From an optimization exercise on the open Yosys and OpenROAD flow, aimed at small area, a short achievable clock period and few clock cycles per item; shortcuts taken in it are not production practice. Function was checked by simulation only, so behaviour that the tests miss may differ from the original.

File: flow/config.mk
export PLATFORM = sky130hd
export DESIGN_NAME = rs72_dec
export DESIGN_NICKNAME = rs72_dec
export VERILOG_FILES = /design/flow/design.v
export SDC_FILE = /design/flow/constraint.sdc
export NUM_CORES = 4
export LEC_CHECK = 0
export CAP_MARGIN = 20
export CORE_MARGIN = 2
export CORE_UTILIZATION = 40
export PLACE_DENSITY = 0.6
export SLEW_MARGIN = 20
File: flow/design.v
module rs72_dec (
    input             clk,
    input             rst,
    input             in_valid,
    output            in_ready,
    input      [63:0] in_data,
    output            out_valid,
    output     [63:0] out_data,
    output            out_last,
    output            out_corrected,
    output            out_uncorrectable,
    output     [1:0]  out_nerr
);
    localparam integer L = 14;
    function automatic [7:0] gf_xt(input [7:0] a);
        gf_xt = {a[6:0], 1'b0} ^ (a[7] ? 8'h1D : 8'h00);
    endfunction
    function automatic [7:0] gf_mulc(input [7:0] a, input integer e);
        integer i;
        reg [7:0] x;
        begin
            x = a;
            for (i = 0; i < e; i = i + 1) x = gf_xt(x);
            gf_mulc = x;
        end
    endfunction
    localparam [63:0]   TCOLS  = 64'h1648c13221402b01;
    localparam [63:0]   TICOLS = 64'h2504095744994e01;
    localparam [63:0]   QCOLS  = 64'h0094a67814080a06;
    localparam [63:0]   SQCOLS = 64'hc832491f0c030401;
    localparam [7:0]    TRMASK = 8'h80;
    localparam [3:0]    LAM    = 4'hf;
    localparam [63:0]   INV16  = 64'h834a5c2f67bde910;
    localparam [2047:0] POS    = 2048'h00000000bdb2be0000000000aa0000008e000000980000000000000000000092000000000000000090889b0000009c00000000000000000000008b00008ac20000bc0000000000000000000000a0000086000000a6b88d000000b39d0000b50000000000000000000000b10000000000000000000082a985000000809f0000a300b000ba0091000096008400009300b499000000ad000000000000a10000ac009aa8af00000000000000000000bf000000000000000000c18c00a4a700a295c500bb0000000000000000000000c387810000009ec6aeb700008900009700c40000000000008f00b900c00000ab00000000000000009400000000b68300a5c700;
    function automatic [3:0] m4(input [3:0] p, input [3:0] q);
        integer i;
        reg [3:0] r, x;
        begin
            r = 4'd0;
            x = p;
            for (i = 0; i < 4; i = i + 1) begin
                if (q[i]) r = r ^ x;
                x = {x[2:0], 1'b0} ^ (x[3] ? 4'h3 : 4'h0);
            end
            m4 = r;
        end
    endfunction
    function automatic [7:0] cmul(input [7:0] a, input [7:0] b);
        reg [3:0] hh, ll, mm;
        begin
            hh = m4(a[7:4], b[7:4]);
            ll = m4(a[3:0], b[3:0]);
            mm = m4(a[7:4] ^ a[3:0], b[7:4] ^ b[3:0]);
            cmul = {mm ^ ll, ll ^ m4(hh, LAM)};
        end
    endfunction
    function automatic [7:0] clin(input [7:0] a, input [63:0] cols);
        integer i;
        reg [7:0] r;
        begin
            r = 8'd0;
            for (i = 0; i < 8; i = i + 1)
                if (a[i]) r = r ^ cols[8*i +: 8];
            clin = r;
        end
    endfunction
    function automatic [7:0] csq(input [7:0] a);
        csq = clin(a, SQCOLS);
    endfunction
    function automatic [7:0] cinv(input [7:0] a);
        reg [3:0] d, di;
        begin
            d  = m4(a[3:0], a[3:0]) ^ m4(a[3:0], a[7:4]) ^ m4(m4(a[7:4], a[7:4]), LAM);
            di = INV16[4*d +: 4];
            cinv = {m4(a[7:4], di), m4(a[7:4] ^ a[3:0], di)};
        end
    endfunction
    integer i, j, k;
    reg [63:0]  ring [0:L-1];
    reg [L-1:0] live;       
    reg [L-1:0] first;      
    reg [L-1:0] upar;       
    reg         in_rdy;
    reg         wsel;       
    reg [3:0]   inb;        
    reg         inpar;      
    reg [3:0]   ph;         
    reg         fire;       
    reg [2:0]   ob;         
    reg         hp;         
    reg         rdy;        
    reg         fresh;      
    reg         sfirst;     
    reg         ev0, ev1, ev2, ev3, ev4;
    wire accept = in_valid & in_rdy;
    assign in_ready = in_rdy;
    wire [2:0] ob_n   = fire ? ob + 3'd1 : ob;
    wire       hp_n   = (fire && ob == 3'd7) ? ~hp : hp;
    wire       rdy_n  = ev4 | (rdy & ~(fire && ob == 3'd7));
    wire       fire_n = live[L-2] & ((ob_n != 3'd0) | (first[L-2] & (upar[L-2] == hp_n) & rdy_n));
    wire       free_n = ~live[L-2] | fire_n;
    always @(posedge clk) begin
        for (i = 1; i < L; i = i + 1) ring[i] <= ring[i-1];
        ring[0] <= wsel ? in_data : ring[L-1];
        for (i = 1; i < L; i = i + 1) begin
            first[i] <= first[i-1];
            upar[i]  <= upar[i-1];
        end
        first[0] <= in_rdy ? (inb == 4'd0) : first[L-1];
        upar[0]  <= in_rdy ? inpar : upar[L-1];
        sfirst   <= (inb == 4'd0);
        if (rst) begin
            live   <= {L{1'b0}};
            in_rdy <= 1'b1;
            wsel   <= 1'b1;
            inb    <= 4'd0;
            inpar  <= 1'b0;
            ph     <= 4'd0;
            fire   <= 1'b0;
            ob     <= 3'd0;
            hp     <= 1'b0;
            rdy    <= 1'b0;
            fresh  <= 1'b0;
            ev0    <= 1'b0;
            ev1    <= 1'b0;
            ev2    <= 1'b0;
            ev3    <= 1'b0;
            ev4    <= 1'b0;
        end else begin
            for (i = 1; i < L; i = i + 1) live[i] <= live[i-1];
            live[0] <= (accept && inb != 4'd8) | (live[L-1] & ~fire);
            in_rdy  <= free_n & (accept | inb == 4'd0 | inb == 4'd8 | ph == 4'd0);
            wsel    <= free_n;
            if (accept) begin
                inb <= (inb == 4'd8) ? 4'd0 : inb + 4'd1;
                if (inb == 4'd8) inpar <= ~inpar;
            end
            ph    <= (accept && inb != 4'd8) ? 4'd1 : (ph == L - 1) ? 4'd0 : ph + 4'd1;
            fire  <= fire_n;
            ob    <= ob_n;
            hp    <= hp_n;
            rdy   <= rdy_n;
            fresh <= accept;
            ev0   <= accept && inb == 4'd8;
            ev1   <= ev0;
            ev2   <= ev1;
            ev3   <= ev2;
            ev4   <= ev3;
        end
    end
    reg [7:0] syn [0:7];
    reg [7:0] sacc;
    always @(posedge clk) begin
        if (fresh) begin
            for (j = 0; j < 8; j = j + 1) begin
                sacc = sfirst ? 8'd0 : syn[j];
                for (k = 0; k < 8; k = k + 1)
                    sacc = gf_mulc(sacc, j) ^ ring[0][8*k +: 8];
                syn[j] <= sacc;
            end
        end
    end
    reg [7:0] s [0:7];
    reg [7:0] det, s1n, s2n, den, num, iden, inum;
    reg       c_dz, c_zero;
    reg [7:0] h_s [0:7];      
    reg [7:0] p_den, p_num, p_s2n;
    reg       p_dz, p_zero;
    reg [7:0] q_sg1, q_sg2, q_isg1;
    reg       q_dz, q_zero;
    reg [7:0] r_sg1, r_sg2, r_t, r_u;
    reg       r_dz, r_zero, r_ok123;
    reg [7:0] ma [0:5];
    reg [7:0] mb [0:5];
    reg [7:0] mp [0:5];
    reg [7:0] y;
    always @* begin
        for (j = 0; j < 8; j = j + 1) s[j] = clin(syn[j], TCOLS);
        iden = cinv(p_den);
        inum = cinv(p_num);
        y    = clin(r_t, QCOLS);
        for (i = 0; i < 6; i = i + 1) begin
            ma[i] = 8'd0;
            mb[i] = 8'd0;
        end
        if (ev1) begin
            ma[0] = s[0]; mb[0] = s[2];
            ma[1] = s[1]; mb[1] = s[2];
            ma[2] = s[0]; mb[2] = s[3];
            ma[3] = s[1]; mb[3] = s[3];
        end
        if (ev2) begin
            ma[0] = p_num; mb[0] = iden;
            ma[1] = p_s2n; mb[1] = iden;
            ma[2] = p_den; mb[2] = inum;
        end
        if (ev3) begin
            ma[0] = q_sg2;  mb[0] = csq(q_isg1);
            ma[1] = h_s[1]; mb[1] = q_isg1;
            ma[2] = q_sg1;  mb[2] = h_s[3];
            ma[3] = q_sg1;  mb[3] = h_s[4];
            ma[4] = q_dz ? q_sg1 : q_sg2; mb[4] = h_s[2];
            ma[5] = q_sg2;  mb[5] = h_s[3];
        end
        if (ev4) begin
            ma[0] = r_sg1;  mb[0] = y;
            ma[1] = h_s[0]; mb[1] = y;
            ma[2] = r_sg1;  mb[2] = h_s[5];
            ma[3] = r_sg1;  mb[3] = h_s[6];
            ma[4] = r_sg2;  mb[4] = h_s[4];
            ma[5] = r_sg2;  mb[5] = h_s[5];
        end
        for (i = 0; i < 6; i = i + 1) mp[i] = cmul(ma[i], mb[i]);
        det  = mp[0] ^ csq(s[1]);
        s1n  = mp[1] ^ mp[2];
        s2n  = mp[3] ^ csq(s[2]);
        c_dz = (det == 8'd0);
        den  = c_dz ? s[0] : det;
        num  = c_dz ? s[1] : s1n;
        c_zero = 1'b1;
        for (j = 0; j < 8; j = j + 1)
            if (syn[j] != 8'd0) c_zero = 1'b0;
    end
    always @(posedge clk) begin
        if (ev1)
            for (j = 0; j < 8; j = j + 1) h_s[j] <= s[j];
        p_den  <= den;
        p_num  <= num;
        p_s2n  <= s2n;
        p_dz   <= c_dz;
        p_zero <= c_zero;
        q_sg1  <= mp[0];
        q_sg2  <= p_dz ? 8'd0 : mp[1];
        q_isg1 <= mp[2];
        q_dz   <= p_dz;
        q_zero <= p_zero;
        r_sg1  <= q_sg1;
        r_sg2  <= q_sg2;
        r_t    <= mp[0];
        r_u    <= mp[1];
        r_ok123 <= ((h_s[4] ^ mp[2] ^ (q_dz ? 8'd0 : mp[4])) == 8'd0) &&
                   (!q_dz || (h_s[3] ^ mp[4]) == 8'd0) &&
                   ((h_s[5] ^ mp[3] ^ mp[5]) == 8'd0);
        r_dz   <= q_dz;
        r_zero <= q_zero;
    end
    reg [7:0] x1, x2, yc1, yc2, p1, p2;
    reg       chk, ok1, ok2;
    reg       d_v1, d_v2, d_unc;
    reg [1:0] d_nerr;
    always @* begin
        chk = r_ok123 &&
              ((h_s[6] ^ mp[2] ^ mp[4]) == 8'd0) &&
              ((h_s[7] ^ mp[3] ^ mp[5]) == 8'd0);
        x1  = r_dz ? r_sg1 : mp[0];
        x2  = x1 ^ r_sg1;
        yc2 = r_u ^ mp[1];
        yc1 = r_dz ? h_s[0] : (yc2 ^ h_s[0]);
        p1  = POS[8*x1 +: 8];
        p2  = POS[8*x2 +: 8];
        ok1 = chk && (h_s[0] != 8'd0) && p1[7];
        ok2 = chk && (r_sg1 != 8'd0) && (r_sg2 != 8'd0) && !(^(r_t & TRMASK)) && p1[7] && p2[7];
        if (r_zero) begin
            d_nerr = 2'd0; d_unc = 1'b0; d_v1 = 1'b0; d_v2 = 1'b0;
        end else if (r_dz) begin
            d_nerr = ok1 ? 2'd1 : 2'd0; d_unc = ~ok1; d_v1 = ok1; d_v2 = 1'b0;
        end else begin
            d_nerr = ok2 ? 2'd2 : 2'd0; d_unc = ~ok2; d_v1 = ok2; d_v2 = ok2;
        end
    end
    reg       f_v1, f_v2, f_unc;
    reg [6:0] f_pos1, f_pos2;
    reg [7:0] f_y1, f_y2;
    reg [1:0] f_nerr;
    always @(posedge clk) begin
        if (ev4) begin
            f_v1   <= d_v1;
            f_v2   <= d_v2;
            f_pos1 <= p1[6:0];
            f_pos2 <= p2[6:0];
            f_y1   <= clin(yc1, TICOLS);
            f_y2   <= clin(yc2, TICOLS);
            f_nerr <= d_nerr;
            f_unc  <= d_unc;
        end
    end
    reg [63:0] fix;
    always @* begin
        for (k = 0; k < 8; k = k + 1) begin
            fix[8*k +: 8] = ring[L-1][8*k +: 8];
            if (f_v1 && f_pos1 == {ob, k[2:0]}) fix[8*k +: 8] = fix[8*k +: 8] ^ f_y1;
            if (f_v2 && f_pos2 == {ob, k[2:0]}) fix[8*k +: 8] = fix[8*k +: 8] ^ f_y2;
        end
    end
    reg [63:0] o_data;
    reg        o_valid, o_last, o_corr, o_unc;
    reg [1:0]  o_nerr;
    always @(posedge clk) begin
        o_data <= fix;
        if (fire && ob == 3'd7) begin
            o_nerr <= f_nerr;
            o_unc  <= f_unc;
            o_corr <= (f_nerr != 2'd0);
        end
        if (rst) begin
            o_valid <= 1'b0;
            o_last  <= 1'b0;
        end else begin
            o_valid <= fire;
            o_last  <= fire && ob == 3'd7;
        end
    end
    assign out_valid         = o_valid;
    assign out_data          = o_data;
    assign out_last          = o_last;
    assign out_corrected     = o_corr;
    assign out_uncorrectable = o_unc;
    assign out_nerr          = o_nerr;
endmodule
File: flow/run.sh
#!/bin/bash
# synth_recipe.tcl (not shown) runs the flow's synth.tcl, then flattens the netlist and writes it again
# the make line also repeats each setting of config.mk as NAME=value (left out here)
make -C /OpenROAD-flow-scripts/flow DESIGN_CONFIG=/design/flow/config.mk WORK_HOME=/design/flow/orfs CLKGATE_MAP_FILE= SYNTH_SCRIPT=/design/flow/synth_recipe.tcl finish
File: flow/constraint.sdc
create_clock -name core_clock -period 32.0 [get_ports {clk}]
set_input_delay 6.4000 -clock core_clock [delete_from_list [all_inputs] [get_ports {clk}]]
set_output_delay 6.4000 -clock core_clock [all_outputs]
set_load 0.01 [all_outputs]
==> results of run 1 <==
## metal layers
metal	vias to the layer above	global-route usage [%]	share of wire, %
met2	1405	36.6	46
met3	262	3.30	6.6
li1	18550	-	-
met4	2	7.17	3.0
met5	-	0	0.0065
met1	19117	31.5	45
## through the flow
stage	worst slack (ns)	area [um^2]	std cells
floorplan	24.36	57300	5561
global placement	22.69	60500	7398
detailed placement	22.61	60600	7400
CTS	22.54	64900	7622
global route	21.80	64900	7622
finish	22.42	64900	7622
## cells by family after synthesis
group / share of synthesized area (%)
compound gates: 8.79
flops: 47.4
xor+xnor: 27.7
buf+inv: 2.84
fa+ha+maj: 1.16
mux: 2.90
simple gates: 9.30
## registers in the layout (all words and copies together) (netlist names), 7 cells and up
register  count
f_y1          8
f_pos1        7
p_num         8
p_den         8
first        14
r_t           8
o_data       64
r_sg2         8
ring        896
q_isg1        8
r_sg1         8
live         14
f_y2          8
h_s          64
syn          64
q_sg2         8
p_s2n         8
f_pos2        7
upar         14
r_u           8
## Yosys cell counts, types with 33 or more instances
| cell | instances | area [um^2] |
|---|---|---|
| xnor2_1 | 1330 | 11600 |
| dfxtp_1 | 1107 | 22200 |
| nand2_1 | 479 | 1800 |
| xor2_1 | 401 | 3510 |
| nor2_1 | 331 | 1240 |
| a21oi_1 | 181 | 906 |
| clkbuf_1 | 174 | 653 |
| edfxtp_1 | 166 | 4980 |
| o21ai_0 | 138 | 691 |
| inv_1 | 102 | 383 |
| mux2_2 | 84 | 946 |
| nor3_1 | 68 | 340 |
| nand3_1 | 66 | 330 |
| mux2i_1 | 61 | 611 |
| nor2b_1 | 54 | 338 |
| ha_1 | 53 | 663 |
| buf_1 | 45 | 169 |
| a22oi_1 | 44 | 330 |
| nand2b_1 | 42 | 263 |
| o211ai_1 | 38 | 285 |
| buf_2 | 33 | 165 |
## area by class of cell
cell class              instances  area share [%]
well taps                    1890            3.65
clock inverters                66            1.36
clock buffers                 156            5.27
flip-flops and latches       1273            41.9
multi-input cells            3905            44.1
repair buffers                227            3.16
inverters                     105           0.608
## worst max-delay path by stage
stage | to | slack, ns | cells after the start
2_1_floorplan | f_v1$_SDFFCE_PP0P_ | 24.36 | 33
3_3_place_gp | f_unc$_SDFFCE_PP0P_ | 22.69 | 28
3_5_place_dp | f_unc$_SDFFCE_PP0P_ | 22.61 | 28
4_1_cts | f_unc$_SDFFCE_PP0P_ | 22.54 | 28
5_1_grt | f_nerr[0]$_SDFFCE_PP0P_ | 21.80 | 29
6_report | f_unc$_SDFFCE_PP0P_ | 22.42 | 28
==> results by group, run 1 <==
Drt
  • Total wirelength of the detailed-routed design: 169,000 um
  • DRC: 0
  • WL per Instance: 22.2 um
  • Remaining antenna violation count: 0
  • Initial detailed-routing violation count: 3,602
  • First-pass DRT Iterations: 6
  • Vias post-DR: 39,336
  • Via count normalized by instance count: 5.16

Floorplanning
  • Vertical extent of the die: 383 um
  • Number of placement rows: 138
  • Die area: 146,000 um^2
  • Width of the die: 383 um
  • Standard cell core area: 142,000 um^2
  • Total I/O pin count: 138
  • Effective utilization at floorplan: 40.4%

Critical path
  • Source of the worst register-to-register timing path: p_den[3]$_DFF_P_
  • Kind of start point of the critical path: register
  • Worst setup path startpoint: p_den[3]$_DFF_P_
  • Critical Path Most Common Cell: ha_1
  • Max stage delay on crit path: 0.63 ns
  • CP delay by family, top: compound AO/OA/AOI/OAI gates
  • Required time of the critical path: 32.46 ns
  • Cell with the largest stage delay on the worst path: ha_1
  • Endpoint type of the worst setup path: register
  • RR Endpoint: f_unc$_SDFFCE_PP0P_
  • Maximum fanout along the worst path: 17
  • Worst EP arrival: 10.04 ns
  • CP bufs+invs: 2
  • Path type of the worst setup path: reg2reg
  • Logic depth of the worst register-to-register path: 28

Finish
  • Final core occ: 45.7%
  • Fraction of layout cells with a size suffix above 1: 8.06%
  • Storage cell area: 27,200 um^2
  • Commonest cells after routing, fill and taps aside: 1,330 x xnor2_1, 1,101 x dfxtp_1, 479 x nand2_1
  • Antenna fix cells: 0
  • Commonest non-fill, non-tap cell in the layout: xnor2_1
  • Layout fillers: 13,317
  • Combined area of the multi-input logic cells: 28,600 um^2
  • Layout overhead on the synthesized area: 13.2%
  • # nets final: 5,748

Logic synthesis
  • Async set-or-reset flop fraction in the synthesized netlist: 0%
  • Count of unique library cells instantiated by Yosys: 114
  • Part of the Yosys area used for sequential elements: 47.4%
  • Mean Syn Cell Area: 10.3 um^2
  • Flops & latches, synth: 1,273
  • Top FF cell, synth: dfxtp_1
  • Synthesized area: 57,300 um^2
  • Net Count, Synth: 5,681
  • EDFF count, synth: 166
  • Ys Warns: 8
  • Gate count after technology mapping: 5,561

Clock tree
  • Root buffer selected by CTS: clkbuf_16
  • Clock tree sinks: 1,273
  • Quantity of hold-fixing buffers added after cts: 0
  • H-tree depth reported by CTS: 3
  • Number of cells upsized or downsized after cts: 0
  • Count of buffers added by post-CTS timing repair for setup: 0
  • Source-to-sink clock delay at the later pin of the worst-skew pair: 0.76 ns
  • Longest Clk Path Bufs: 3
  • CTS buffer count: 116
  • CTS clk-pin slew, worst paths: 0.06 ns
  • Clock tree from TritonCTS: built

Outcome
  • Run status: complete, no violations

Timing
  • RSZ-0062 raised after global routing: false
  • Slew at the pin closest to its max-slew limit: 1.17 ns
  • Hold slack final: 0.285 ns
  • Worst setup skew after layout: 0.0510 ns
  • Min cycle time layout: 9.58 ns
  • Final number of setup-violating endpoints: 0
  • Fmax achieved: 0.104 GHz
  • Share of the clock period used by the worst path: 29.9%
  • Number of pins exceeding their max-slew limit in the final report: 0
  • Slew HR: 21.9%
  • Total negative setup slack: 0 ns
  • Hold Vio Cnt, Final: 0

Hold path
  • WHS Endpoint: ring[11][45]$_DFF_P_
  • Cell count of the worst hold path: 0
  • Kind of path behind the tightest hold check: reg2reg
  • Worst Min Path Start: ring[10][45]$_DFF_P_

Placed design
  • HPWL after detailed placement: 122,000 um
  • Placer Congestion: 0.933
  • Port buffer count: 137

Global route
  • Global-route wire length before repair: 252,000 um
  • Pin count of the biggest net entering global routing: 65
  • Initial antenna violation count: 5
  • GR Overflow Total: 0
  • Number of global-route vias before repair: 37,974
  • Overall fraction of global-route tracks in use: 22.8%

Run
  • Max-cap check violation count: 0
Testbench counts, summed over its fixed seeds: cycles 14,512, units 1,600.
==> inputs of run 2 (changes only) <==
--- a/flow/design.v
+++ b/flow/design.v
@@ -148,18 +148,313 @@
             ev4   <= ev3;
         end
     end
-    reg [7:0] syn [0:7];
-    reg [7:0] sacc;
-    always @(posedge clk) begin
-        if (fresh) begin
-            for (j = 0; j < 8; j = j + 1) begin
-                sacc = sfirst ? 8'd0 : syn[j];
-                for (k = 0; k < 8; k = k + 1)
-                    sacc = gf_mulc(sacc, j) ^ ring[0][8*k +: 8];
-                syn[j] <= sacc;
-            end
-        end
-    end
+    reg  [63:0] synv;         
+    wire [63:0] sb = ring[0];
+    wire [63:0] sf = sfirst ? 64'd0 : synv;
+    wire [63:0] sn;
+    wire st0 = sb[4] ^ sb[38];
+    wire st1 = sb[12] ^ sb[23];
+    wire st2 = sb[14] ^ sb[35];
+    wire st3 = sb[7] ^ sb[28];
+    wire st4 = sb[0] ^ sb[10];
+    wire st5 = sb[8] ^ sb[22];
+    wire st6 = sb[20] ^ sb[44];
+    wire st7 = sb[19] ^ sb[46];
+    wire st8 = sb[1] ^ sb[55];
+    wire st9 = sb[5] ^ sb[15];
+    wire st10 = sb[13] ^ sb[34];
+    wire st11 = sb[24] ^ st0;
+    wire st12 = sb[21] ^ sb[45];
+    wire st13 = sb[18] ^ sb[54];
+    wire st14 = sb[3] ^ sb[37];
+    wire st15 = sb[2] ^ sb[36];
+    wire st16 = sb[9] ^ sb[33];
+    wire st17 = sb[30] ^ sb[53];
+    wire st18 = sb[11] ^ sb[29];
+    wire st19 = sb[32] ^ sb[43];
+    wire st20 = sb[31] ^ sb[39];
+    wire st21 = sb[42] ^ sb[47];
+    wire st22 = sb[6] ^ sb[27];
+    wire st23 = sb[26] ^ sb[52];
+    wire st24 = sb[25] ^ sb[41];
+    wire st25 = sb[40] ^ st6;
+    wire st26 = sb[16] ^ st3;
+    wire st27 = st5 ^ st7;
+    wire st28 = sb[17] ^ sb[29];
+    wire st29 = st2 ^ st17;
+    wire st30 = sb[51] ^ st1;
+    wire st31 = st4 ^ st10;
+    wire st32 = st11 ^ st13;
+    wire st33 = sb[20] ^ sb[47];
+    wire st34 = st9 ^ st15;
+    wire st35 = sb[3] ^ sb[24];
+    wire st36 = sb[25] ^ st14;
+    wire st37 = sb[11] ^ st8;
+    wire st38 = sb[32] ^ st23;
+    wire st39 = sb[12] ^ sb[52];
+    wire st40 = sb[16] ^ sb[61];
+    wire st41 = sb[18] ^ st12;
+    wire st42 = sb[49] ^ sb[55];
+    wire st43 = sb[33] ^ st4;
+    wire st44 = sb[1] ^ sb[48];
+    wire st45 = sb[37] ^ sb[53];
+    wire st46 = sb[38] ^ st21;
+    wire st47 = sb[17] ^ sb[45];
+    wire st48 = sb[39] ^ sb[40];
+    wire st49 = sb[46] ^ st24;
+    wire st50 = sb[35] ^ sb[54];
+    wire st51 = sb[36] ^ st25;
+    wire st52 = sb[10] ^ st8;
+    wire st53 = sb[19] ^ sb[30];
+    wire st54 = sb[6] ^ sb[23];
+    wire st55 = sb[31] ^ st19;
+    wire st56 = sb[35] ^ st20;
+    wire st57 = sb[21] ^ sf[10];
+    wire st58 = sf[61] ^ sf[62];
+    wire st59 = st19 ^ st20;
+    wire st60 = sb[8] ^ sb[56];
+    wire st61 = sb[63] ^ st22;
+    wire st62 = sb[10] ^ st16;
+    wire st63 = sb[51] ^ st18;
+    wire st64 = st7 ^ st52;
+    wire st65 = st27 ^ st29;
+    wire st66 = sb[4] ^ sb[13];
+    wire st67 = sb[14] ^ sf[12];
+    wire st68 = st16 ^ st25;
+    wire st69 = st1 ^ st10;
+    wire st70 = sb[2] ^ sb[59];
+    wire st71 = sf[42] ^ sf[43];
+    wire st72 = sb[50] ^ sf[57];
+    wire st73 = sb[50] ^ st31;
+    wire st74 = sf[40] ^ sf[44];
+    wire st75 = sf[8] ^ st64;
+    wire st76 = sf[32] ^ sf[35];
+    wire st77 = sb[5] ^ st38;
+    wire st78 = sb[9] ^ st3;
+    wire st79 = sb[14] ^ st32;
+    wire st80 = sb[7] ^ st2;
+    wire st81 = sb[19] ^ sb[43];
+    wire st82 = sb[7] ^ st51;
+    wire st83 = st13 ^ st28;
+    wire st84 = sb[34] ^ st17;
+    wire st85 = sb[6] ^ st44;
+    wire st86 = sb[26] ^ sb[54];
+    wire st87 = sb[8] ^ sb[18];
+    wire st88 = sb[5] ^ sb[28];
+    wire st89 = sb[25] ^ st35;
+    wire st90 = sf[22] ^ sf[23];
+    wire st91 = sb[14] ^ sb[62];
+    wire st92 = sb[17] ^ sb[31];
+    wire st93 = sb[12] ^ st34;
+    wire st94 = sf[34] ^ st22;
+    wire st95 = sb[15] ^ sb[55];
+    wire st96 = st0 ^ st33;
+    wire st97 = sb[44] ^ st43;
+    wire st98 = sf[60] ^ st72;
+    wire st99 = sf[9] ^ st18;
+    wire st100 = sf[13] ^ st67;
+    wire st101 = sb[47] ^ sb[53];
+    wire st102 = sb[9] ^ st26;
+    wire st103 = st26 ^ st76;
+    wire st104 = sb[41] ^ sb[55];
+    wire st105 = sb[16] ^ st1;
+    wire st106 = sb[23] ^ st61;
+    wire st107 = sb[27] ^ sb[59];
+    wire st108 = sb[33] ^ st21;
+    wire st109 = sb[39] ^ sb[57];
+    wire st110 = sf[20] ^ sf[21];
+    wire st111 = sf[41] ^ sf[46];
+    wire st112 = sb[22] ^ sf[11];
+    wire st113 = st12 ^ st15;
+    wire st114 = sb[30] ^ st57;
+    wire st115 = sb[26] ^ st110;
+    wire st116 = st4 ^ st6;
+    wire st117 = sf[56] ^ st58;
+    wire st118 = sf[36] ^ sf[39];
+    wire st119 = sb[27] ^ st5;
+    wire st120 = sb[0] ^ sb[24];
+    wire st121 = sb[9] ^ st9;
+    wire st122 = sb[28] ^ st47;
+    wire st123 = sb[15] ^ sb[52];
+    wire st124 = sf[38] ^ st103;
+    wire st125 = st11 ^ st71;
+    wire st126 = sb[42] ^ st48;
+    wire st127 = sb[46] ^ st30;
+    wire st128 = sf[37] ^ st94;
+    wire st129 = sb[21] ^ sb[58];
+    wire st130 = st36 ^ st55;
+    wire st131 = st41 ^ st84;
+    wire st132 = sb[39] ^ st14;
+    wire st133 = sb[4] ^ sb[60];
+    wire st134 = sf[33] ^ st118;
+    wire st135 = sb[47] ^ st49;
+    wire st136 = sb[32] ^ sb[50];
+    wire st137 = st2 ^ st63;
+    wire st138 = sf[58] ^ sf[63];
+    wire st139 = sb[13] ^ sb[37];
+    wire st140 = sf[17] ^ st90;
+    wire st141 = sb[24] ^ st132;
+    wire st142 = sb[42] ^ sb[44];
+    wire st143 = sf[59] ^ st62;
+    wire st144 = sb[26] ^ st21;
+    wire st145 = sb[26] ^ st29;
+    wire st146 = sb[38] ^ st16;
+    wire st147 = st9 ^ st100;
+    wire st148 = st2 ^ st9;
+    wire st149 = sb[8] ^ sb[20];
+    wire st150 = sb[2] ^ sb[41];
+    wire st151 = st14 ^ st92;
+    wire st152 = sb[31] ^ sb[34];
+    wire st153 = sb[11] ^ st24;
+    wire st154 = sf[24] ^ st15;
+    wire st155 = sb[57] ^ st121;
+    wire st156 = st18 ^ st51;
+    wire st157 = sb[40] ^ st42;
+    wire st158 = sb[47] ^ st68;
+    wire st159 = st111 ^ st125;
+    wire st160 = st12 ^ st53;
+    wire st161 = sf[47] ^ st74;
+    wire st162 = sb[6] ^ sb[58];
+    wire st163 = sf[16] ^ st119;
+    wire st164 = st32 ^ st136;
+    wire st165 = sb[5] ^ st5;
+    wire st166 = sb[31] ^ st112;
+    wire st167 = sb[54] ^ st28;
+    wire st168 = sb[20] ^ st8;
+    wire st169 = st46 ^ st88;
+    wire st170 = sb[62] ^ st93;
+    wire st171 = sb[25] ^ sb[43];
+    wire st172 = st19 ^ st40;
+    wire st173 = sb[2] ^ sf[15];
+    wire st174 = st44 ^ st45;
+    wire st175 = sb[11] ^ sb[51];
+    wire st176 = sb[46] ^ sf[19];
+    wire st177 = sb[63] ^ st95;
+    wire st178 = sb[36] ^ sf[24];
+    wire st179 = st59 ^ st83;
+    wire st180 = sb[15] ^ st117;
+    wire st181 = sb[51] ^ st54;
+    wire st182 = sb[55] ^ st89;
+    wire st183 = sb[21] ^ st42;
+    wire st184 = sb[42] ^ st29;
+    wire st185 = sb[17] ^ sb[49];
+    wire st186 = sb[26] ^ sb[42];
+    wire st187 = sb[28] ^ st123;
+    wire st188 = sf[50] ^ st37;
+    wire st189 = st12 ^ st80;
+    wire st190 = st22 ^ st129;
+    wire st191 = sf[58] ^ st131;
+    wire st192 = sb[34] ^ st79;
+    wire st193 = sb[49] ^ st14;
+    wire st194 = st39 ^ st133;
+    wire st195 = sf[61] ^ st138;
+    wire st196 = sf[46] ^ st23;
+    wire st197 = sb[44] ^ st122;
+    wire st198 = sb[6] ^ sb[38];
+    wire st199 = st75 ^ st147;
+    wire st200 = sf[30] ^ st37;
+    wire st201 = st49 ^ st126;
+    wire st202 = st30 ^ st34;
+    wire st203 = st69 ^ st70;
+    wire st204 = sf[14] ^ st3;
+    wire st205 = sb[1] ^ st41;
+    wire st206 = sb[22] ^ st21;
+    wire st207 = sf[59] ^ sf[62];
+    wire st208 = sb[34] ^ sb[50];
+    wire st209 = sb[16] ^ sb[30];
+    wire st210 = st15 ^ st85;
+    wire st211 = st99 ^ st173;
+    wire st212 = sb[45] ^ sb[60];
+    wire st213 = st60 ^ st78;
+    wire st214 = st3 ^ st127;
+    wire st215 = sb[29] ^ st2;
+    wire st216 = st13 ^ st104;
+    wire st217 = sb[44] ^ st20;
+    wire st218 = sf[18] ^ st192;
+    wire st219 = st16 ^ st24;
+    wire st220 = sf[45] ^ st86;
+    wire st221 = sb[19] ^ st82;
+    wire st222 = sb[1] ^ st65;
+    wire st223 = st50 ^ st105;
+    wire st224 = st27 ^ st188;
+    wire st225 = st27 ^ st207;
+    wire st226 = st30 ^ st102;
+    wire st227 = st50 ^ st54;
+    wire st228 = sb[11] ^ st65;
+    wire st229 = st77 ^ st134;
+    wire st230 = sb[10] ^ sb[58];
+    wire st231 = sb[4] ^ sb[51];
+    wire st232 = sf[26] ^ st178;
+    wire st233 = sf[49] ^ st113;
+    wire st234 = st35 ^ st179;
+    wire st235 = sf[52] ^ st73;
+    wire st236 = sb[43] ^ sb[49];
+    assign sn[0] = sb[16] ^ sb[32] ^ sb[40] ^ sb[48] ^ sf[0] ^ st60 ^ st120;
+    assign sn[1] = sb[1] ^ sb[57] ^ sf[1] ^ st185 ^ st219;
+    assign sn[2] = sb[2] ^ sb[18] ^ sf[2] ^ st186 ^ st208 ^ st230;
+    assign sn[3] = sb[3] ^ sb[35] ^ sf[3] ^ st81 ^ st107 ^ st175;
+    assign sn[4] = sb[28] ^ sb[36] ^ sf[4] ^ st6 ^ st194;
+    assign sn[5] = sb[5] ^ sb[13] ^ sb[29] ^ sb[61] ^ sf[5] ^ st12 ^ st45;
+    assign sn[6] = sb[22] ^ sb[30] ^ sb[46] ^ sb[54] ^ sf[6] ^ st91 ^ st198;
+    assign sn[7] = sb[7] ^ sb[23] ^ sb[47] ^ sf[7] ^ st20 ^ st177;
+    assign sn[8] = sb[37] ^ sb[56] ^ st54 ^ st199 ^ st204;
+    assign sn[9] = sb[7] ^ sb[15] ^ sb[48] ^ sb[57] ^ sf[13] ^ sf[14] ^ st33 ^ st198 ^ st211;
+    assign sn[10] = sb[28] ^ sf[15] ^ st1 ^ st48 ^ st114 ^ st162 ^ st193 ^ st199;
+    assign sn[11] = sb[23] ^ sb[41] ^ st67 ^ st70 ^ st75 ^ st88 ^ st96 ^ st99 ^ st136 ^ st139 ^ st166;
+    assign sn[12] = sb[2] ^ sb[12] ^ sb[20] ^ sb[33] ^ sb[60] ^ sf[9] ^ st46 ^ st63 ^ st75 ^ st114 ^ st141 ^ st204;
+    assign sn[13] = sb[3] ^ st10 ^ st20 ^ st39 ^ st40 ^ st96 ^ st112 ^ st114 ^ st171 ^ st211;
+    assign sn[14] = sb[3] ^ sb[17] ^ sb[62] ^ sf[11] ^ sf[12] ^ st1 ^ st57 ^ st66 ^ st145 ^ st165 ^ st217;
+    assign sn[15] = sb[0] ^ sb[36] ^ sb[45] ^ st13 ^ st66 ^ st100 ^ st106 ^ st121 ^ st166;
+    assign sn[16] = sb[29] ^ sb[39] ^ sf[21] ^ sf[23] ^ st53 ^ st116 ^ st213 ^ st218;
+    assign sn[17] = sb[25] ^ sf[19] ^ sf[22] ^ st4 ^ st18 ^ st56 ^ st155 ^ st160 ^ st168;
+    assign sn[18] = sb[12] ^ sf[16] ^ st18 ^ st27 ^ st102 ^ st115 ^ st129 ^ st210 ^ st217 ^ st218;
+    assign sn[19] = sb[47] ^ sf[18] ^ sf[19] ^ st32 ^ st36 ^ st42 ^ st140 ^ st148 ^ st163 ^ st197 ^ st203;
+    assign sn[20] = sf[17] ^ st9 ^ st73 ^ st82 ^ st115 ^ st176 ^ st182 ^ st209 ^ st212 ^ st227;
+    assign sn[21] = sb[36] ^ sb[37] ^ sf[18] ^ sf[22] ^ st22 ^ st37 ^ st40 ^ st92 ^ st115 ^ st135 ^ st189 ^ st231;
+    assign sn[22] = sb[17] ^ sb[18] ^ sb[37] ^ sf[21] ^ st26 ^ st38 ^ st46 ^ st90 ^ st163 ^ st170 ^ st176;
+    assign sn[23] = sb[13] ^ sb[28] ^ sf[20] ^ st28 ^ st81 ^ st87 ^ st101 ^ st106 ^ st132 ^ st140 ^ st146;
+    assign sn[24] = sb[15] ^ sb[56] ^ sf[25] ^ st36 ^ st66 ^ st120 ^ st144 ^ st154 ^ st228;
+    assign sn[25] = sb[1] ^ sb[14] ^ sb[27] ^ sf[25] ^ st86 ^ st96 ^ st105 ^ st130 ^ st155 ^ st232;
+    assign sn[26] = sb[16] ^ sb[17] ^ sb[39] ^ sf[27] ^ st97 ^ st169 ^ st182 ^ st190 ^ st228 ^ st232;
+    assign sn[27] = sb[45] ^ sf[24] ^ sf[27] ^ sf[28] ^ st7 ^ st78 ^ st85 ^ st149 ^ st184 ^ st203 ^ st234;
+    assign sn[28] = sb[7] ^ sb[22] ^ sb[60] ^ sf[28] ^ sf[29] ^ st13 ^ st16 ^ st18 ^ st45 ^ st55 ^ st116 ^ st183 ^ st186;
+    assign sn[29] = sb[38] ^ sb[54] ^ sf[29] ^ st1 ^ st97 ^ st119 ^ st160 ^ st172 ^ st200 ^ st208;
+    assign sn[30] = sb[2] ^ sb[22] ^ sb[62] ^ sf[31] ^ st10 ^ st56 ^ st68 ^ st120 ^ st122 ^ st127 ^ st200;
+    assign sn[31] = sb[10] ^ sb[52] ^ sb[63] ^ sf[31] ^ st35 ^ st69 ^ st135 ^ st154 ^ st205 ^ st215;
+    assign sn[32] = sf[32] ^ st0 ^ st7 ^ st12 ^ st28 ^ st60 ^ st68 ^ st152 ^ st229;
+    assign sn[33] = sb[35] ^ sb[41] ^ sb[46] ^ sf[33] ^ st33 ^ st62 ^ st109 ^ st128 ^ st131 ^ st165;
+    assign sn[34] = sf[34] ^ st5 ^ st11 ^ st47 ^ st108 ^ st124 ^ st156 ^ st227 ^ st229 ^ st230;
+    assign sn[35] = sb[0] ^ sb[37] ^ sb[55] ^ sb[59] ^ st1 ^ st11 ^ st17 ^ st23 ^ st59 ^ st76 ^ st87 ^ st128 ^ st153 ^ st221;
+    assign sn[36] = sb[0] ^ sb[27] ^ sf[39] ^ st10 ^ st124 ^ st167 ^ st174 ^ st194 ^ st201;
+    assign sn[37] = sb[13] ^ st8 ^ st40 ^ st83 ^ st134 ^ st145 ^ st150 ^ st169 ^ st236;
+    assign sn[38] = sb[50] ^ st15 ^ st53 ^ st91 ^ st95 ^ st128 ^ st142 ^ st234;
+    assign sn[39] = sb[33] ^ sb[45] ^ st6 ^ st53 ^ st87 ^ st124 ^ st130 ^ st177 ^ st231;
+    assign sn[40] = sb[23] ^ sb[27] ^ sb[56] ^ sf[45] ^ sf[46] ^ sf[47] ^ st0 ^ st26 ^ st52 ^ st71 ^ st137 ^ st142 ^ st171;
+    assign sn[41] = sf[43] ^ st18 ^ st19 ^ st93 ^ st109 ^ st161 ^ st196 ^ st197 ^ st209;
+    assign sn[42] = sb[13] ^ sb[18] ^ sb[40] ^ sf[44] ^ st37 ^ st43 ^ st47 ^ st130 ^ st159 ^ st162 ^ st184 ^ st214;
+    assign sn[43] = sb[28] ^ st7 ^ st31 ^ st56 ^ st74 ^ st107 ^ st108 ^ st196 ^ st202 ^ st216;
+    assign sn[44] = sb[52] ^ sb[60] ^ st31 ^ st36 ^ st101 ^ st159 ^ st181 ^ st221;
+    assign sn[45] = sb[54] ^ sb[61] ^ st48 ^ st77 ^ st125 ^ st149 ^ st153 ^ st161 ^ st174 ^ st189;
+    assign sn[46] = sb[53] ^ sf[41] ^ sf[43] ^ st5 ^ st22 ^ st74 ^ st146 ^ st170 ^ st183 ^ st201 ^ st220;
+    assign sn[47] = sb[43] ^ sf[42] ^ sf[44] ^ st73 ^ st78 ^ st104 ^ st106 ^ st111 ^ st141 ^ st206 ^ st220;
+    assign sn[48] = sb[0] ^ sb[56] ^ st14 ^ st24 ^ st126 ^ st148 ^ st164 ^ st224;
+    assign sn[49] = sb[6] ^ sf[48] ^ sf[51] ^ st11 ^ st81 ^ st109 ^ st144 ^ st168 ^ st202 ^ st219;
+    assign sn[50] = sb[15] ^ sf[48] ^ sf[49] ^ st19 ^ st23 ^ st25 ^ st32 ^ st80 ^ st150 ^ st190 ^ st224 ^ st235;
+    assign sn[51] = sf[51] ^ sf[53] ^ st45 ^ st107 ^ st158 ^ st164 ^ st214 ^ st233;
+    assign sn[52] = sf[54] ^ st108 ^ st133 ^ st137 ^ st187 ^ st205 ^ st235;
+    assign sn[53] = sb[0] ^ sb[34] ^ sf[53] ^ sf[55] ^ st34 ^ st39 ^ st63 ^ st172 ^ st222;
+    assign sn[54] = sb[13] ^ sb[62] ^ sf[48] ^ sf[54] ^ st17 ^ st123 ^ st151 ^ st158 ^ st210 ^ st223;
+    assign sn[55] = sb[7] ^ sb[41] ^ sb[53] ^ sb[63] ^ sf[55] ^ st31 ^ st79 ^ st151 ^ st157 ^ st233;
+    assign sn[56] = sb[32] ^ sf[56] ^ sf[60] ^ st8 ^ st50 ^ st69 ^ st101 ^ st156 ^ st185 ^ st195 ^ st213;
+    assign sn[57] = sb[12] ^ sb[30] ^ sb[40] ^ sb[57] ^ st58 ^ st72 ^ st113 ^ st139 ^ st143 ^ st215 ^ st216;
+    assign sn[58] = sb[31] ^ sb[32] ^ sb[41] ^ sb[58] ^ st46 ^ st116 ^ st167 ^ st180 ^ st193 ^ st222 ^ st226;
+    assign sn[59] = sb[42] ^ st11 ^ st26 ^ st39 ^ st56 ^ st70 ^ st97 ^ st98 ^ st180 ^ st191 ^ st236;
+    assign sn[60] = sb[5] ^ sf[56] ^ st33 ^ st59 ^ st89 ^ st98 ^ st157 ^ st212 ^ st225 ^ st226;
+    assign sn[61] = sb[8] ^ sb[21] ^ sb[61] ^ st6 ^ st28 ^ st38 ^ st62 ^ st66 ^ st98 ^ st135 ^ st181 ^ st195;
+    assign sn[62] = sb[7] ^ sb[27] ^ st77 ^ st91 ^ st117 ^ st143 ^ st175 ^ st191 ^ st206;
+    assign sn[63] = sb[11] ^ sb[43] ^ sb[48] ^ sb[53] ^ sf[57] ^ sf[60] ^ sf[63] ^ st43 ^ st61 ^ st152 ^ st187 ^ st223 ^ st225;
+    always @(posedge clk)
+        if (fresh) synv <= sn;
     reg [7:0] s [0:7];
     reg [7:0] det, s1n, s2n, den, num, iden, inum;
     reg       c_dz, c_zero;
@@ -175,7 +470,7 @@
     reg [7:0] mp [0:5];
     reg [7:0] y;
     always @* begin
-        for (j = 0; j < 8; j = j + 1) s[j] = clin(syn[j], TCOLS);
+        for (j = 0; j < 8; j = j + 1) s[j] = clin(synv[8*j +: 8], TCOLS);
         iden = cinv(p_den);
         inum = cinv(p_num);
         y    = clin(r_t, QCOLS);
@@ -219,7 +514,7 @@
         num  = c_dz ? s[1] : s1n;
         c_zero = 1'b1;
         for (j = 0; j < 8; j = j + 1)
-            if (syn[j] != 8'd0) c_zero = 1'b0;
+            if (synv[8*j +: 8] != 8'd0) c_zero = 1'b0;
     end
     always @(posedge clk) begin
         if (ev1)
==> run 2 against run 1 <==
Against the previous run: sequential share of layout area up 0.30 points; global-route usage rose by 0.60 points; die area decreased by 0.75%; fmax down 0.82%; hold slack got worse by 0.0045 ns; synthesized cell count shrank 1.5%; via count grew 0.13%; critical path type unchanged; critical endpoint unchanged.
==> results by group, run 2 <==
Outcome
  • Run status: complete, no violations

Logic synthesis
  • Top FF cell, synth: dfxtp_1
  • Synthesized area: 56,900 um^2 (-0.76%)
  • Most frequently used cell type in the post-synthesis netlist: xnor2_1
  • Most common library cells after synthesis: 1,195 x xnor2_1, 1,107 x dfxtp_1, 480 x nand2_1
  • Part of the Yosys area used for sequential elements: 47.7% (+0.36 points)
  • Share of the synthesized area in the top cell type: 39.0% (+0.29 points)
  • EDFF count, synth: 166 (unchanged)
  • Ys Warns: 7 (-1)
  • Count of unique library cells instantiated by Yosys: 116 (+1.8%)
  • Flops & latches, synth: 1,273 (unchanged)
  • Gate count after technology mapping: 5,478 (-1.5%)
  • Yosys top cell by area: dfxtp_1
  • Async set-or-reset flop fraction in the synthesized netlist: 0% (unchanged)
  • Mean Syn Cell Area: 10.4 um^2 (+0.75%)
  • Net Count, Synth: 5,598 (-1.5%)
  • Cell types with the largest area share after synthesis: dfxtp_1 39%, xnor2_1 18%, edfxtp_1 8.8%, xor2_1 5.1%, nand2_1 3.2%

Drt
  • Remaining antenna violation count: 0 (unchanged)
  • Via count normalized by instance count: 5.23 (+1.4%)
  • Initial detailed-routing violation count: 3,850 (+6.9%)
  • First-pass DRT Iterations: 5 (-1)
  • WL per Instance: 23.0 um (+3.3%)
  • DRC: 0 (unchanged)
  • Vias post-DR: 39,389 (+0.13%)
  • Total wirelength of the detailed-routed design: 173,000 um (+2.1%)

Placed design
  • Number of placed instances with taps included: 7,318 (-1.1%)
  • Port buffer count: 137 (unchanged)
  • HPWL after detailed placement: 128,000 um (+4.5%)
  • Placer Congestion: 1.02 (+9.2%)

Floorplanning
  • Total I/O pin count: 138 (unchanged)
  • Vertical extent of the die: 381 um (-0.38%)
  • Die area: 145,000 um^2 (-0.75%)
  • Width of the die: 381 um (-0.38%)
  • Number of placement rows: 138 (unchanged)
  • Standard cell core area: 141,000 um^2 (-0.36%)
  • Effective utilization at floorplan: 40.2% (-0.16 points)

Timing
  • Final number of setup-violating endpoints: 0 (unchanged)
  • Share of the clock period used by the worst path: 30.2% (+0.25 points)
  • Min cycle time layout: 9.66 ns (+0.0789 ns)
  • Number of pins exceeding their max-slew limit in the final report: 0 (unchanged)
  • Slew HR: 20.9% (-1.0 points)
  • Hold Vio Cnt, Final: 0 (unchanged)
  • Hold slack final: 0.280 ns (-0.00454 ns)
  • RSZ-0062 raised after global routing: false
  • Total negative setup slack: 0 ns (unchanged)
  • Worst setup skew after layout: 0.0749 ns (+0.0239 ns)
  • Slew at the pin closest to its max-slew limit: 1.18 ns (+0.0115 ns)
  • Fmax achieved: 0.104 GHz (-0.82%)

Critical path
  • Source of the worst register-to-register timing path: p_den[7]$_DFF_P_
  • Critical Path Most Common Cell: xnor3_1
  • Maximum fanout along the worst path: 21 (+4)
  • Endpoint type of the worst setup path: register
  • Worst EP arrival: 10.14 ns (+0.10 ns)
  • Cell with the largest stage delay on the worst path: dfxtp_1
  • CP delay by family, top: compound AO/OA/AOI/OAI gates
  • Required time of the critical path: 32.48 ns (+0.02 ns)
  • Path type of the worst setup path: reg2reg
  • Kind of start point of the critical path: register
  • Worst setup path startpoint: p_den[7]$_DFF_P_
  • Max stage delay on crit path: 0.76 ns (+0.13 ns)
  • CP bufs+invs: 1 (-1)

Finish
  • Layout fillers: 13,160 (-1.2%)
  • Max reg flops: 896 (unchanged)
  • Layout overhead on the synthesized area: 13.2% (about the same)
  • Non-filler instance count after layout: 7,530 (-1.2%)
  • Commonest non-fill, non-tap cell in the layout: xnor2_1
  • Register with the highest flop count: ring
  • Commonest cells after routing, fill and taps aside: 1,194 x xnor2_1, 1,099 x dfxtp_1, 480 x nand2_1
  • Final core occ: 45.6% (-0.15 points)
  • # nets final: 5,665 (-1.4%)
  • Storage cell area: 27,200 um^2 (about the same)
  • Fraction of layout cells with a size suffix above 1: 8.19% (+0.13 points)
  • Combined area of the multi-input logic cells: 28,300 um^2 (-1.1%)

Clock tree
  • Number of cells upsized or downsized after cts: 0 (unchanged)
  • Clock tree sinks: 1,273 (unchanged)
  • CTS buffer count: 115 (-0.86%)
  • Longest Clk Path Bufs: 3 (unchanged)
  • Count of buffers added by post-CTS timing repair for setup: 0 (unchanged)
  • H-tree depth reported by CTS: 3 (unchanged)
  • Clock tree from TritonCTS: built
  • Source-to-sink clock delay at the later pin of the worst-skew pair: 0.75 ns (about the same)
  • Root buffer selected by CTS: clkbuf_16
  • Quantity of hold-fixing buffers added after cts: 0 (unchanged)
  • CTS clk-pin slew, worst paths: 0.07 ns (about the same)

Global route
  • Pin count of the biggest net entering global routing: 65 (unchanged)
  • Global-route wire length before repair: 255,000 um (+1.3%)
  • Number of global-route vias before repair: 38,128 (+0.41%)
  • GR Overflow Total: 0 (unchanged)
  • Overall fraction of global-route tracks in use: 23.4% (+0.60 points)
  • Initial antenna violation count: 5 (unchanged)

Run
  • Max-cap check violation count: 0 (unchanged)

Hold path
  • Kind of path behind the tightest hold check: reg2reg
  • Worst Min Path Start: ring[2][17]$_DFF_P_
run 2: cell count changes after synthesis, sizes merged, moves of 13 or more:
cell    before   now
nor2b       54    71
nor2       336   317
xnor3       23    37
xnor2     1339  1201
nand2b      42    60
xor3         1    16
xor2       401   331
a21oi      183   156
clkbuf     176   197
nand3       67    80
buf        102    82
run 2: through the flow:
step | cell area (um^2) | setup slack (ns)
floorplan | 56900 | 24.65
global placement | 60200 | 22.58
detailed placement | 60200 | 22.43
CTS | 64400 | 22.41
global route | 64400 | 21.77
finish | 64400 | 22.34
run 2: cell families (layout without fill, tap and decap cells):
family,Yosys count,in the layout,synth area share [%]
fa+ha+maj,53,53,1.17
buf+inv,378,538,2.63
compound gates,775,775,9.44
xor+xnor,1585,1585,25.9
simple gates,1268,1268,10.3
flops,1273,1273,47.7
mux,146,146,2.82
other cells,0,2,0
run 2: layout make-up:
class / count / area share (%)
multi-input combinational: 3827 / 43.9
sequential: 1273 / 42.2
clock buffer: 159 / 5.31
tap: 1890 / 3.67
timing repair buffer: 229 / 3.20
clock inverter: 51 / 1.17
inverter: 99 / 0.577
antenna: 2 / 0.00777
run 2: final timing paths:
| path | endpoint | cells after the start | slack, ns |
|---|---|---|---|
| worst max-delay path | f_unc$_SDFFCE_PP0P_ | 26 | 22.34 |
| worst min-delay path | ring[3][17]$_DFF_P_ | 0 | 0.28 |
| worst max register to register | f_unc$_SDFFCE_PP0P_ | 26 | 22.34 |
| worst min register to register | ring[3][17]$_DFF_P_ | 0 | 0.28 |
run 2: routing by layer:
layer  global-route usage, %  part of all wire (%)
met1                    32.0                    44
met2                    36.4                    44
met3                    3.47                   6.8
met4                    11.0                   5.0
met5                       0                 0.031
Testbench counts of run 2, summed over its fixed seeds: cycles 14,512, units 1,600.
==> inputs of run 3 (changes only) <==
--- a/flow/design.v
+++ b/flow/design.v
@@ -465,24 +465,24 @@
     reg       q_dz, q_zero;
     reg [7:0] r_sg1, r_sg2, r_t, r_u;
     reg       r_dz, r_zero, r_ok123;
-    reg [7:0] ma [0:5];
-    reg [7:0] mb [0:5];
-    reg [7:0] mp [0:5];
+    reg [7:0] ma [0:6];
+    reg [7:0] mb [0:6];
+    reg [7:0] mp [0:6];
     reg [7:0] y;
     always @* begin
         for (j = 0; j < 8; j = j + 1) s[j] = clin(synv[8*j +: 8], TCOLS);
         iden = cinv(p_den);
         inum = cinv(p_num);
         y    = clin(r_t, QCOLS);
-        for (i = 0; i < 6; i = i + 1) begin
+        for (i = 0; i < 7; i = i + 1) begin
             ma[i] = 8'd0;
             mb[i] = 8'd0;
         end
         if (ev1) begin
-            ma[0] = s[0]; mb[0] = s[2];
-            ma[1] = s[1]; mb[1] = s[2];
-            ma[2] = s[0]; mb[2] = s[3];
-            ma[3] = s[1]; mb[3] = s[3];
+            ma[3] = s[0]; mb[3] = s[2];
+            ma[4] = s[1]; mb[4] = s[2];
+            ma[5] = s[0]; mb[5] = s[3];
+            ma[0] = s[1]; mb[0] = s[3];
         end
         if (ev2) begin
             ma[0] = p_num; mb[0] = iden;
@@ -492,23 +492,23 @@
         if (ev3) begin
             ma[0] = q_sg2;  mb[0] = csq(q_isg1);
             ma[1] = h_s[1]; mb[1] = q_isg1;
-            ma[2] = q_sg1;  mb[2] = h_s[3];
-            ma[3] = q_sg1;  mb[3] = h_s[4];
-            ma[4] = q_dz ? q_sg1 : q_sg2; mb[4] = h_s[2];
-            ma[5] = q_sg2;  mb[5] = h_s[3];
+            ma[3] = q_sg1;  mb[3] = h_s[3];
+            ma[4] = q_sg1;  mb[4] = h_s[4];
+            ma[5] = q_dz ? q_sg1 : q_sg2; mb[5] = h_s[2];
+            ma[6] = q_sg2;  mb[6] = h_s[3];
         end
         if (ev4) begin
             ma[0] = r_sg1;  mb[0] = y;
-            ma[1] = h_s[0]; mb[1] = y;
-            ma[2] = r_sg1;  mb[2] = h_s[5];
-            ma[3] = r_sg1;  mb[3] = h_s[6];
-            ma[4] = r_sg2;  mb[4] = h_s[4];
-            ma[5] = r_sg2;  mb[5] = h_s[5];
-        end
-        for (i = 0; i < 6; i = i + 1) mp[i] = cmul(ma[i], mb[i]);
-        det  = mp[0] ^ csq(s[1]);
-        s1n  = mp[1] ^ mp[2];
-        s2n  = mp[3] ^ csq(s[2]);
+            ma[2] = h_s[0]; mb[2] = y;
+            ma[3] = r_sg1;  mb[3] = h_s[5];
+            ma[4] = r_sg1;  mb[4] = h_s[6];
+            ma[5] = r_sg2;  mb[5] = h_s[4];
+            ma[6] = r_sg2;  mb[6] = h_s[5];
+        end
+        for (i = 0; i < 7; i = i + 1) mp[i] = cmul(ma[i], mb[i]);
+        det  = mp[3] ^ csq(s[1]);
+        s1n  = mp[4] ^ mp[5];
+        s2n  = mp[0] ^ csq(s[2]);
         c_dz = (det == 8'd0);
         den  = c_dz ? s[0] : det;
         num  = c_dz ? s[1] : s1n;
@@ -533,58 +533,51 @@
         r_sg2  <= q_sg2;
         r_t    <= mp[0];
         r_u    <= mp[1];
-        r_ok123 <= ((h_s[4] ^ mp[2] ^ (q_dz ? 8'd0 : mp[4])) == 8'd0) &&
-                   (!q_dz || (h_s[3] ^ mp[4]) == 8'd0) &&
-                   ((h_s[5] ^ mp[3] ^ mp[5]) == 8'd0);
+        r_ok123 <= ((h_s[4] ^ mp[3] ^ (q_dz ? 8'd0 : mp[5])) == 8'd0) &&
+                   (!q_dz || (h_s[3] ^ mp[5]) == 8'd0) &&
+                   ((h_s[5] ^ mp[4] ^ mp[6]) == 8'd0);
         r_dz   <= q_dz;
         r_zero <= q_zero;
     end
-    reg [7:0] x1, x2, yc1, yc2, p1, p2;
-    reg       chk, ok1, ok2;
-    reg       d_v1, d_v2, d_unc;
-    reg [1:0] d_nerr;
+    reg [7:0] x1, yc1, yc2;
     always @* begin
-        chk = r_ok123 &&
-              ((h_s[6] ^ mp[2] ^ mp[4]) == 8'd0) &&
-              ((h_s[7] ^ mp[3] ^ mp[5]) == 8'd0);
         x1  = r_dz ? r_sg1 : mp[0];
-        x2  = x1 ^ r_sg1;
-        yc2 = r_u ^ mp[1];
+        yc2 = r_u ^ mp[2];
         yc1 = r_dz ? h_s[0] : (yc2 ^ h_s[0]);
-        p1  = POS[8*x1 +: 8];
-        p2  = POS[8*x2 +: 8];
-        ok1 = chk && (h_s[0] != 8'd0) && p1[7];
-        ok2 = chk && (r_sg1 != 8'd0) && (r_sg2 != 8'd0) && !(^(r_t & TRMASK)) && p1[7] && p2[7];
-        if (r_zero) begin
-            d_nerr = 2'd0; d_unc = 1'b0; d_v1 = 1'b0; d_v2 = 1'b0;
-        end else if (r_dz) begin
-            d_nerr = ok1 ? 2'd1 : 2'd0; d_unc = ~ok1; d_v1 = ok1; d_v2 = 1'b0;
-        end else begin
-            d_nerr = ok2 ? 2'd2 : 2'd0; d_unc = ~ok2; d_v1 = ok2; d_v2 = ok2;
-        end
     end
-    reg       f_v1, f_v2, f_unc;
-    reg [6:0] f_pos1, f_pos2;
-    reg [7:0] f_y1, f_y2;
-    reg [1:0] f_nerr;
+    reg       f_chk, f_dz, f_zero, f_s0, f_two;
+    reg [7:0] f_x1, f_x2, f_y1, f_y2;
     always @(posedge clk) begin
         if (ev4) begin
-            f_v1   <= d_v1;
-            f_v2   <= d_v2;
-            f_pos1 <= p1[6:0];
-            f_pos2 <= p2[6:0];
+            f_chk  <= r_ok123 &&
+                      ((h_s[6] ^ mp[3] ^ mp[5]) == 8'd0) &&
+                      ((h_s[7] ^ mp[4] ^ mp[6]) == 8'd0);
+            f_dz   <= r_dz;
+            f_zero <= r_zero;
+            f_s0   <= (h_s[0] != 8'd0);
+            f_two  <= (r_sg1 != 8'd0) && (r_sg2 != 8'd0) && !(^(r_t & TRMASK));
+            f_x1   <= x1;
+            f_x2   <= x1 ^ r_sg1;
             f_y1   <= clin(yc1, TICOLS);
             f_y2   <= clin(yc2, TICOLS);
-            f_nerr <= d_nerr;
-            f_unc  <= d_unc;
         end
     end
+    reg [7:0]  p1, p2;
+    reg        ok1, ok2, e_v1, e_v2;
+    reg [1:0]  e_nerr;
     reg [63:0] fix;
     always @* begin
+        p1  = POS[8*f_x1 +: 8];
+        p2  = POS[8*f_x2 +: 8];
+        ok1 = f_chk && f_s0 && p1[7];
+        ok2 = f_chk && f_two && p1[7] && p2[7];
+        e_v1 = !f_zero && (f_dz ? ok1 : ok2);
+        e_v2 = !f_zero && !f_dz && ok2;
+        e_nerr = e_v2 ? 2'd2 : e_v1 ? 2'd1 : 2'd0;
         for (k = 0; k < 8; k = k + 1) begin
             fix[8*k +: 8] = ring[L-1][8*k +: 8];
-            if (f_v1 && f_pos1 == {ob, k[2:0]}) fix[8*k +: 8] = fix[8*k +: 8] ^ f_y1;
-            if (f_v2 && f_pos2 == {ob, k[2:0]}) fix[8*k +: 8] = fix[8*k +: 8] ^ f_y2;
+            if (e_v1 && p1[6:0] == {ob, k[2:0]}) fix[8*k +: 8] = fix[8*k +: 8] ^ f_y1;
+            if (e_v2 && p2[6:0] == {ob, k[2:0]}) fix[8*k +: 8] = fix[8*k +: 8] ^ f_y2;
         end
     end
     reg [63:0] o_data;
@@ -593,9 +586,9 @@
     always @(posedge clk) begin
         o_data <= fix;
         if (fire && ob == 3'd7) begin
-            o_nerr <= f_nerr;
-            o_unc  <= f_unc;
-            o_corr <= (f_nerr != 2'd0);
+            o_nerr <= e_nerr;
+            o_unc  <= !f_zero && !e_v1;
+            o_corr <= e_v1;
         end
         if (rst) begin
             o_valid <= 1'b0;
==> run 3 against run 2 <==
Against the previous run: still clean; area after synthesis down 0.56%; setup slack gained 1.5 ns; die area decreased by 0.56%; clock-buffer cell count increased by 4; core utilization is 0.30 points higher; first-iteration DRC count increased by 6.1%; fmax grew 19%; final cell count grew 0.32%; largest cell class unchanged.
==> results by group, run 3 <==
Clock tree
  • Source-to-sink clock delay at the later pin of the worst-skew pair: 0.78 ns (+0.03 ns)
  • H-tree depth reported by CTS: 3 (unchanged)
  • Root buffer selected by CTS: clkbuf_16
  • Count of buffers added by post-CTS timing repair for setup: 0 (unchanged)
  • Clock tree sinks: 1,276 (+0.24%)
  • Quantity of hold-fixing buffers added after cts: 0 (unchanged)
  • Clock tree from TritonCTS: built
  • CTS clk-pin slew, worst paths: 0.07 ns (about the same)
  • Number of cells upsized or downsized after cts: 0 (unchanged)
  • Longest Clk Path Bufs: 3 (unchanged)
  • CTS buffer count: 117 (+1.7%)

Critical path
  • Source of the worst register-to-register timing path: p_num[4]$_DFF_P_
  • Required time of the critical path: 25.60 ns (-6.88 ns)
  • Worst setup path startpoint: in_rdy$_SDFF_PP1_
  • Maximum fanout along the worst path: 5 (-76%)
  • Cell with the largest stage delay on the worst path: clkdlybuf4s50_1
  • CP delay by family, top: buffers and inverters
  • Endpoint type of the worst setup path: output port
  • Kind of start point of the critical path: register
  • Max stage delay on crit path: 0.58 ns (-0.18 ns)
  • Path type of the worst setup path: reg2out
  • Worst EP arrival: 1.72 ns (-8.42 ns)
  • Cells along the critical path: clkdlybuf4s50_1
  • CP bufs+invs: 1 (unchanged)

Run
  • Max-cap check violation count: 0 (unchanged)

Finish
  • Layout overhead on the synthesized area: 13.4%
  • Max reg flops: 896 (unchanged)
  • Commonest cells after routing, fill and taps aside: 1,172 x xnor2_1, 1,100 x dfxtp_1, 465 x nand2_1
  • # nets final: 5,696 (+0.55%)
  • Non-filler instance count after layout: 7,554 (+0.32%)
  • Commonest non-fill, non-tap cell in the layout: xnor2_1
  • Register with the highest flop count: ring
  • Layout fillers: 13,098 (-0.47%)
  • Combined area of the multi-input logic cells: 27,800 um^2 (-1.7%)
  • Fraction of layout cells with a size suffix above 1: 7.93% (-0.26 points)
  • Storage cell area: 27,200 um^2 (+0.32%)

Floorplanning
  • Die area: 144,000 um^2 (-0.56%)
  • Width of the die: 380 um (-0.28%)
  • Total I/O pin count: 138 (unchanged)
  • Effective utilization at floorplan: 40.4% (+0.21 points)
  • Number of placement rows: 137 (-0.72%)
  • Vertical extent of the die: 380 um (-0.28%)
  • Standard cell core area: 140,000 um^2 (-1.1%)

Logic synthesis
  • Count of unique library cells instantiated by Yosys: 96 (-17%)
  • Share of the synthesized area in the top cell type: 39.2% (+0.22 points)
  • Most frequently used cell type in the post-synthesis netlist: xnor2_1
  • Net Count, Synth: 5,633 (+0.63%)
  • EDFF count, synth: 169 (+1.8%)
  • Most common library cells after synthesis: 1,172 x xnor2_1, 1,107 x dfxtp_1, 465 x nand2_1
  • Cell types with the largest area share after synthesis: dfxtp_1 39%, xnor2_1 18%, edfxtp_1 9.0%, xor2_1 6.3%, nand2_1 3.1%
  • Mean Syn Cell Area: 10.3 um^2 (-1.1%)
  • Yosys top cell by area: dfxtp_1
  • Part of the Yosys area used for sequential elements: 48.1% (+0.43 points)
  • Top FF cell, synth: dfxtp_1
  • Async set-or-reset flop fraction in the synthesized netlist: 0% (unchanged)
  • Synthesized area: 56,600 um^2 (-0.56%)
  • Flops & latches, synth: 1,276 (+0.24%)
  • Gate count after technology mapping: 5,509 (+0.57%)
  • Ys Warns: 7 (unchanged)

Timing
  • Number of pins exceeding their max-slew limit in the final report: 0 (unchanged)
  • Total negative setup slack: 0 ns (unchanged)
  • Slew HR: 20.9% (about the same)
  • Final number of setup-violating endpoints: 0 (unchanged)
  • Fmax achieved: 0.123 GHz (+19%)
  • Setup WS post-layout: 23.88 ns (+1.54 ns)
  • Min cycle time layout: 8.12 ns (-1.54 ns)
  • Hold Vio Cnt, Final: 0 (unchanged)
  • Share of the clock period used by the worst path: 25.4% (-4.8 points)
  • Worst setup skew after layout: 0.101 ns (+0.0259 ns)
  • RSZ-0062 raised after global routing: false
  • Slew at the pin closest to its max-slew limit: 1.17 ns (-0.00408 ns)
  • Hold slack final: 0.285 ns (+0.00504 ns)

Global route
  • Initial antenna violation count: 12 (+7)
  • Overall fraction of global-route tracks in use: 23.2% (-0.23 points)
  • Pin count of the biggest net entering global routing: 132 (+100%)
  • Global-route wire length before repair: 250,000 um (-1.9%)
  • GR Overflow Total: 0 (unchanged)
  • Number of global-route vias before repair: 37,224 (-2.4%)

Placed design
  • HPWL after detailed placement: 129,000 um (+1.1%)
  • Placer Congestion: 0.989 (-2.9%)
  • Post-Place Worst Slack: 24.27 ns (+1.84 ns)
  • Number of placed instances with taps included: 7,329 (+0.15%)
  • Port buffer count: 137 (unchanged)

Drt
  • First-pass DRT Iterations: 7 (+2)
  • Via count normalized by instance count: 5.20 (-0.56%)
  • DRC: 0 (unchanged)
  • WL per Instance: 22.9 um (-0.33%)
  • Vias post-DR: 39,295 (-0.24%)
  • Initial detailed-routing violation count: 4,084 (+6.1%)
  • Total wirelength of the detailed-routed design: 173,000 um (about the same)
  • Remaining antenna violation count: 0 (unchanged)

Outcome
  • Run status: complete, no violations

Hold path
  • Kind of path behind the tightest hold check: reg2reg
  • Worst Min Path Start: ring[6][52]$_DFF_P_
[run 3: worst paths after layout]
| kind | endpoint | slack [ns] | cells past startpoint |
|---|---|---|---|
| setup / recovery | in_ready | 23.88 | 1 |
| hold / removal | ring[7][52]$_DFF_P_ | 0.29 | 0 |
| setup reg to reg | f_y1[0]$_DFFE_PP_ | 24.20 | 25 |
| hold reg to reg | ring[7][52]$_DFF_P_ | 0.29 | 0 |
[run 3: through the flow]
stage	instance area, um^2	utilization, %
detailed placement	59900	42.8
finish	64100	45.9
CTS	64100	45.8
global placement	59900	42.8
floorplan	56600	-
global route	64100	45.8
[run 3: kinds of logic after synthesis]
group,synth area share [%]
mux,3.07
xor+xnor,26.1
fa+ha+maj,1.26
simple gates,9.92
flops,48.1
compound gates,8.79
buf+inv,2.74
[run 3: cell type report]
| cell class | count | share of cell area, % |
|---|---|---|
| timing repair buffer | 227 | 3.20 |
| inverter | 113 | 0.661 |
| antenna | 5 | 0.0195 |
| clock buffer | 163 | 5.33 |
| tap | 1876 | 3.66 |
| multi-input combinational | 3837 | 43.3 |
| clock inverter | 57 | 1.32 |
| sequential | 1276 | 42.5 |
[run 3: layer usage]
metal | vias up | wire (um) | part of all wire (%) | track usage, %
met3 | 343 | 12500 | 7.3 | 4.26
met2 | 1575 | 77600 | 45 | 36.7
li1 | 18357 | - | - | -
met5 | - | 0 | 0 | 0
met4 | 0 | 6890 | 4.0 | 8.48
met1 | 19020 | 75900 | 44 | 31.5
Testbench counts of run 3, summed over its fixed seeds: cycles 14,512, units 1,600.

static timing again, ports no longer ideal:
The results above use ideal ports. As a check the final layouts listed here were re-extracted and re-timed, cells and wires unchanged. Step 1, drivers: a clkbuf_16 drives clk and a buf_2 each remaining input, both assumed. Step 2 times the ports against the registers' clock, not the clock port: input delays grow and output delays shrink by t, the midpoint of the rising clock arrivals with the driver on. Slacks: no drivers / after step 1 / after step 2; pairs: no drivers / after step 1.
run	t (ns)	setup WS [ns]	worst data-port slew with drivers (ns)
run 1	0.814	22.418 / 22.418 / 22.418	0.06
run 2	0.784	22.339 / 22.339 / 22.339	0.08
run 3	0.806	23.876 / 23.803 / 24.197	0.07
After both steps every run listed still meets setup and hold.
